This is an optimization exercise on Yosys and OpenROAD, whose aim is small area, a short achievable clock period and few clock cycles per item, not a production implementation.
No activity file was given, so power comes from the tool's default toggle rates.

## old
==> flow/design.v <==
module walk_corr (
    input  wire         clk,
    input  wire         rst,
    input  wire         in_valid,
    output wire         in_ready,
    input  wire [23:0]  in_t_lo,
    input  wire [23:0]  in_t_l,
    input  wire [15:0]  in_tot_lo,
    input  wire [1:0]   in_level,
    input  wire [9:0]   in_thr_lo,
    input  wire [9:0]   in_thr_mid,
    input  wire [9:0]   in_thr_hi,
    input  wire         in_has_fall,
    input  wire         in_fall_en,
    input  wire         in_walk_en,
    input  wire [511:0] lut,
    output wire         out_valid,
    output wire [23:0]  out_t_c,
    output wire         out_nowalk
);
    localparam integer ND = 7;    
    assign in_ready = 1'b1;
    wire nowalk_i = !in_has_fall || !in_fall_en;
    wire pass_i   = !in_walk_en || nowalk_i;
    wire c_ml = in_thr_mid > in_thr_lo;
    wire c_hl = in_thr_hi  > in_thr_lo;
    wire c_hm = in_thr_hi  > in_thr_mid;
    wire lvl1 = (in_level == 2'd1);
    wire two_i  = lvl1 ? c_ml : (in_level != 2'd0) && (c_ml || c_hl);
    wire sel_hi = !lvl1 && (c_ml ? c_hm : c_hl);
    wire [9:0] d_mid = in_thr_mid - in_thr_lo;
    wire [9:0] d_hi  = in_thr_hi  - in_thr_lo;
    wire [9:0] d_i   = sel_hi ? d_hi : d_mid;
    wire [23:0] diff_i = in_t_l - in_t_lo;
    wire big_i = (diff_i[23:21] != 3'd0) && (in_thr_lo != 10'd0);
    wire div_i = two_i && !pass_i;
    wire [7:0] bin   = in_tot_lo[15:8];
    wire       hi_i  = (bin[7:5] != 3'd0);
    wire       top   = hi_i || (bin[4:0] == 5'd31);
    wire [7:0] frac_i = top ? 8'd0 : in_tot_lo[7:0];
    wire       odd   = bin[0];
    wire [15:0] oh_o = 16'd1 << bin[4:1];
    wire [15:0] oh_e = odd ? {oh_o[14:0], oh_o[15]} : oh_o;
    reg  [15:0] ov, ev;
    integer li;
    always @(*) begin
        ov = 16'd0;
        ev = 16'd0;
        for (li = 0; li < 16; li = li + 1) begin
            ov = ov | ({16{oh_o[li]}} & lut[32*li + 16 +: 16]);
            ev = ev | ({16{oh_e[li]}} & lut[32*li +: 16]);
        end
    end
    wire [15:0] lut0 = hi_i ? lut[511:496] : (odd ? ov : ev);
    wire [15:0] lut1 = odd ? ev : ov;
    reg         a_v, a_pass, a_div, a_big, a_nw;
    reg  [23:0] a_tlo;
    reg  [9:0]  a_x;       
    reg  [20:0] a_y;       
    reg  [15:0] a_k;       
    always @(posedge clk) begin
        a_v    <= in_valid && !rst;
        a_pass <= pass_i;
        a_div  <= div_i;
        a_big  <= big_i;
        a_nw   <= nowalk_i;
        a_tlo  <= in_t_lo;
        a_x    <= div_i ? in_thr_lo : {2'b00, frac_i};
        a_y    <= div_i ? diff_i[20:0] : {5'd0, lut1};
        a_k    <= div_i ? {6'd0, d_i} : lut0;
    end
    wire [16:0] delta = {1'b0, a_y[15:0]} - {1'b0, a_k};
    wire [21:0] y_op  = a_div ? {1'b0, a_y} : {{5{delta[16]}}, delta};
    reg  [31:0] row [0:5];
    reg  [22:0] bm, bp;
    reg         bneg, bone, btwo, bx0, pneg;
    integer     bi;
    always @(*) begin
        pneg = 1'b0;
        for (bi = 0; bi < 6; bi = bi + 1) begin
            bx0  = (bi == 0) ? 1'b0 : a_x[2*bi-1];
            if (bi == 5) begin
                bneg = 1'b0;
                bone = bx0;
                btwo = 1'b0;
            end else begin
                bneg = a_x[2*bi+1] & ~(a_x[2*bi] & bx0);
                bone = a_x[2*bi] ^ bx0;
                btwo = (a_x[2*bi+1] & ~a_x[2*bi] & ~bx0) | (~a_x[2*bi+1] & a_x[2*bi] & bx0);
            end
            bm = bone ? {y_op[21], y_op} : (btwo ? {y_op, 1'b0} : 23'd0);
            bp = bneg ? ~bm : bm;
            if (bi == 0)
                row[bi] = {(bp[22] ? 10'h2AB : 10'h2AC), bp[21:0]};
            else
                row[bi] = ({9'd0, ~bp[22], bp[21:0]} << (2*bi)) | ({31'd0, pneg} << (2*bi-2));
            pneg = bneg;
        end
    end
    function [63:0] csa;    
        input [31:0] a, b, c;
        begin
            csa = {((a & b) | (a & c) | (b & c)) << 1, a ^ b ^ c};
        end
    endfunction
    wire [63:0] l1a = csa(row[0], row[1], row[2]);
    wire [63:0] l1b = csa(row[3], row[4], row[5]);
    wire [63:0] l2  = csa(l1a[31:0], l1a[63:32], l1b[31:0]);
    wire [63:0] l3  = csa(l2[31:0], l2[63:32], l1b[63:32]);
    reg         m_v, m_pass, m_div, m_big, m_nw;
    reg  [23:0] m_tlo;
    reg  [31:0] m_s, m_c;
    reg  [23:0] m_ka;      
    reg  [9:0]  m_d;
    always @(posedge clk) begin
        m_v    <= a_v && !rst;
        m_pass <= a_pass;
        m_div  <= a_div;
        m_big  <= a_big;
        m_nw   <= a_nw;
        m_tlo  <= a_tlo;
        m_s    <= l3[31:0];
        m_c    <= l3[63:32];
        m_ka   <= a_div ? {15'd0, a_k[9:1]} : {a_k, 8'h80};
        m_d    <= a_k[9:0];
    end
    wire [31:0] m     = m_s + m_c + {8'd0, m_ka};
    wire [15:0] w_t   = m[23:8];
    wire        tsat  = (w_t[15:11] != 5'd0);
    wire [11:0] sb0   = {1'b0, m[21:11]} - {2'b00, m_d};
    wire        q11   = !sb0[11];
    wire [9:0]  r0    = q11 ? sb0[9:0] : m[20:11];
    reg         s_v   [0:ND-1];
    reg         s_nw  [0:ND-1];
    reg         s_div [0:ND-1];
    reg         s_sat [0:ND-1];
    reg  [23:0] s_tlo [0:ND-1];
    reg  [9:0]  s_r   [0:ND-1];
    reg  [11:0] s_nq  [0:ND-1];
    reg  [9:0]  s_d   [0:ND-1];
    reg         s_tw  [0:ND-1];
    always @(posedge clk) begin
        s_v[0]   <= m_v && !rst;
        s_nw[0]  <= m_nw;
        s_div[0] <= m_div;
        s_sat[0] <= m_div ? (m_big || (m[31:22] != 10'd0) || q11) : (!m_pass && tsat);
        s_tlo[0] <= m_tlo;
        s_r[0]   <= r0;
        s_nq[0]  <= {m[10:0], q11};
        s_d[0]   <= m_div ? m_d : (m_pass ? 10'd0 : w_t[9:0]);
        s_tw[0]  <= !m_div && !m_pass && w_t[10];
    end
    genvar gs;
    generate
        for (gs = 0; gs < ND - 2; gs = gs + 1) begin : g_div
            reg  [10:0] t;
            reg  [11:0] sb;
            reg  [9:0]  r;
            reg  [11:0] nq;
            integer     k;
            always @(*) begin
                r  = s_r[gs];
                nq = s_nq[gs];
                for (k = 0; k < 2; k = k + 1) begin
                    t  = {r, nq[11]};
                    sb = {1'b0, t} - {2'b00, s_d[gs]};
                    nq = {nq[10:0], !sb[11]};
                    r  = sb[11] ? t[9:0] : sb[9:0];
                end
            end
            always @(posedge clk) begin
                s_v[gs+1]   <= s_v[gs] && !rst;
                s_nw[gs+1]  <= s_nw[gs];
                s_div[gs+1] <= s_div[gs];
                s_sat[gs+1] <= s_sat[gs];
                s_tlo[gs+1] <= s_tlo[gs];
                s_r[gs+1]   <= r;
                s_nq[gs+1]  <= nq;
                s_d[gs+1]   <= s_d[gs];
                s_tw[gs+1]  <= s_tw[gs];
            end
        end
    endgenerate
    localparam integer L = ND - 2;
    wire [10:0] tl  = {s_r[L], s_nq[L][11]};
    wire [11:0] sl  = {1'b0, tl} - {2'b00, s_d[L]};
    wire        q0  = !sl[11];
    wire [11:0] w_h = s_sat[L] ? 12'h800 :
                      s_div[L] ? {1'b0, s_nq[L][9:0], 1'b0} : {1'b0, s_tw[L], s_d[L]};
    wire [24:0] x_i = {1'b0, s_tlo[L]} - {13'd0, w_h};
    reg         o_v, o_nw, o_lsb;
    reg  [24:0] o_x;
    always @(posedge clk) begin
        o_v   <= s_v[L] && !rst;
        o_nw  <= s_nw[L];
        o_x   <= x_i;
        o_lsb <= s_div[L] && !s_sat[L] && q0;
    end
    wire [24:0] tc = o_x - {24'd0, o_lsb};
    assign out_valid  = o_v;
    assign out_t_c    = tc[24] ? 24'd0 : tc[23:0];
    assign out_nowalk = o_nw;
endmodule
export LEC_CHECK = 0
export ABC_CLOCK_PERIOD_IN_PS = 3000
export CAP_MARGIN = 20
export CORE_MARGIN = 2
export CORE_UTILIZATION = 40
export SETUP_SLACK_MARGIN = 5
export SLEW_MARGIN = 20
create_clock -name core_clock -period 13.0 [get_ports {clk}]
standard.sh (not shown) runs the stock make flow with config.mk's settings and CLKGATE_MAP_FILE= SYNTH_SCRIPT=/design/flow/synth_recipe.tcl, a recipe that flattens the netlist after the stock synthesis.
==> flow/flow/run.sh <==
#!/bin/bash
# The standard layout, with the smallest buffer (buf_1) on every input and
# output port instead of the one buffer_ports picks by default.
set -euo pipefail
export BUFFER_PORTS_ARGS="-buffer_cell sky130_fd_sc_hd__buf_1"
bash standard.sh > standard_flow.log 2>&1
For new, these inputs were changed with respect to old:
diff --git a/flow/design.v b/flow/design.v
--- a/flow/design.v
+++ b/flow/design.v
@@ -181,23 +181,21 @@
             end
         end
     endgenerate
     localparam integer L = ND - 2;
     wire [10:0] tl  = {s_r[L], s_nq[L][11]};
     wire [11:0] sl  = {1'b0, tl} - {2'b00, s_d[L]};
-    wire        q0  = !sl[11];
+    wire        q0  = !sl[11] && s_div[L] && !s_sat[L];
     wire [11:0] w_h = s_sat[L] ? 12'h800 :
                       s_div[L] ? {1'b0, s_nq[L][9:0], 1'b0} : {1'b0, s_tw[L], s_d[L]};
-    wire [24:0] x_i = {1'b0, s_tlo[L]} - {13'd0, w_h};
-    reg         o_v, o_nw, o_lsb;
-    reg  [24:0] o_x;
-    always @(posedge clk) begin
-        o_v   <= s_v[L] && !rst;
-        o_nw  <= s_nw[L];
-        o_x   <= x_i;
-        o_lsb <= s_div[L] && !s_sat[L] && q0;
-    end
-    wire [24:0] tc = o_x - {24'd0, o_lsb};
+    wire [24:0] tc  = {1'b0, s_tlo[L]} + {13'h1FFF, ~w_h} + {24'd0, !q0};
+    reg         o_v, o_nw;
+    reg  [23:0] o_tc;
+    always @(posedge clk) begin
+        o_v  <= s_v[L] && !rst;
+        o_nw <= s_nw[L];
+        o_tc <= tc[24] ? 24'd0 : tc[23:0];
+    end
     assign out_valid  = o_v;
-    assign out_t_c    = tc[24] ? 24'd0 : tc[23:0];
+    assign out_t_c    = o_tc;
     assign out_nowalk = o_nw;
 endmodule
Findings:
Having completed the whole flow, new delivered a layout that passed the timing, DRC and antenna checks.
From old to new the numbers moved as follows: first-pass GRT wire length lower, width of the die went down.
Looking only at maximum number of pins on one net before global-route repair, and setting everything else aside, the lower value of old and new goes to new.
The arrival time at the worst endpoint of new exceeds that of old by 3400 ps.
Minimum setup slack among reg-to-reg paths, old and new: lower on new
Diff old -> new: post-route minimum period now larger, register area now smaller, share of synthesized area spent on multiplexers moved down.
Diff old -> new | multi-input combinational cell area | decrease of about 4%
Taking old as the reference, in new leakage dissipation went down by 0.45 nW, wire length went down by 8.0%.
Critical path startpoint: in_thr_lo[0] -> new, o_x[8] -> old
When new is measured against old, its share of cell area taken by multi-input logic gates turns out 0.85 points lower.
No run of this note included a check of the RTL's function; only the layout flow was run.

-- separate check: timing with driven ports --
The flow's constraints put no driver on any port. The routed layouts listed below were extracted and timed again, unchanged, in two steps. Step 1, drivers: a clkbuf_16 drives clk and a buf_2 each remaining input, both assumed. Step 2, shift: input delay + t, output delay - t, t = (earliest + latest rising clock arrival at the registers) / 2. This alone moves slack from input paths to output paths. Slacks: ideal ports / drivers / drivers and shift; pairs: ideal ports / drivers.
| run | shift t [ns] | setup slack, ns | worst setup path at the end |
|---|---|---|---|
| old | 0.677 | 6.888 / 6.823 / 6.602 | input to register |
| new | 0.691 | 6.611 / 6.582 / 5.891 | input to register |
After both steps every run listed still meets setup and hold. The setup slack of new, which loses most, moves by -0.029 ns with the drivers and by -0.720 ns with both steps.
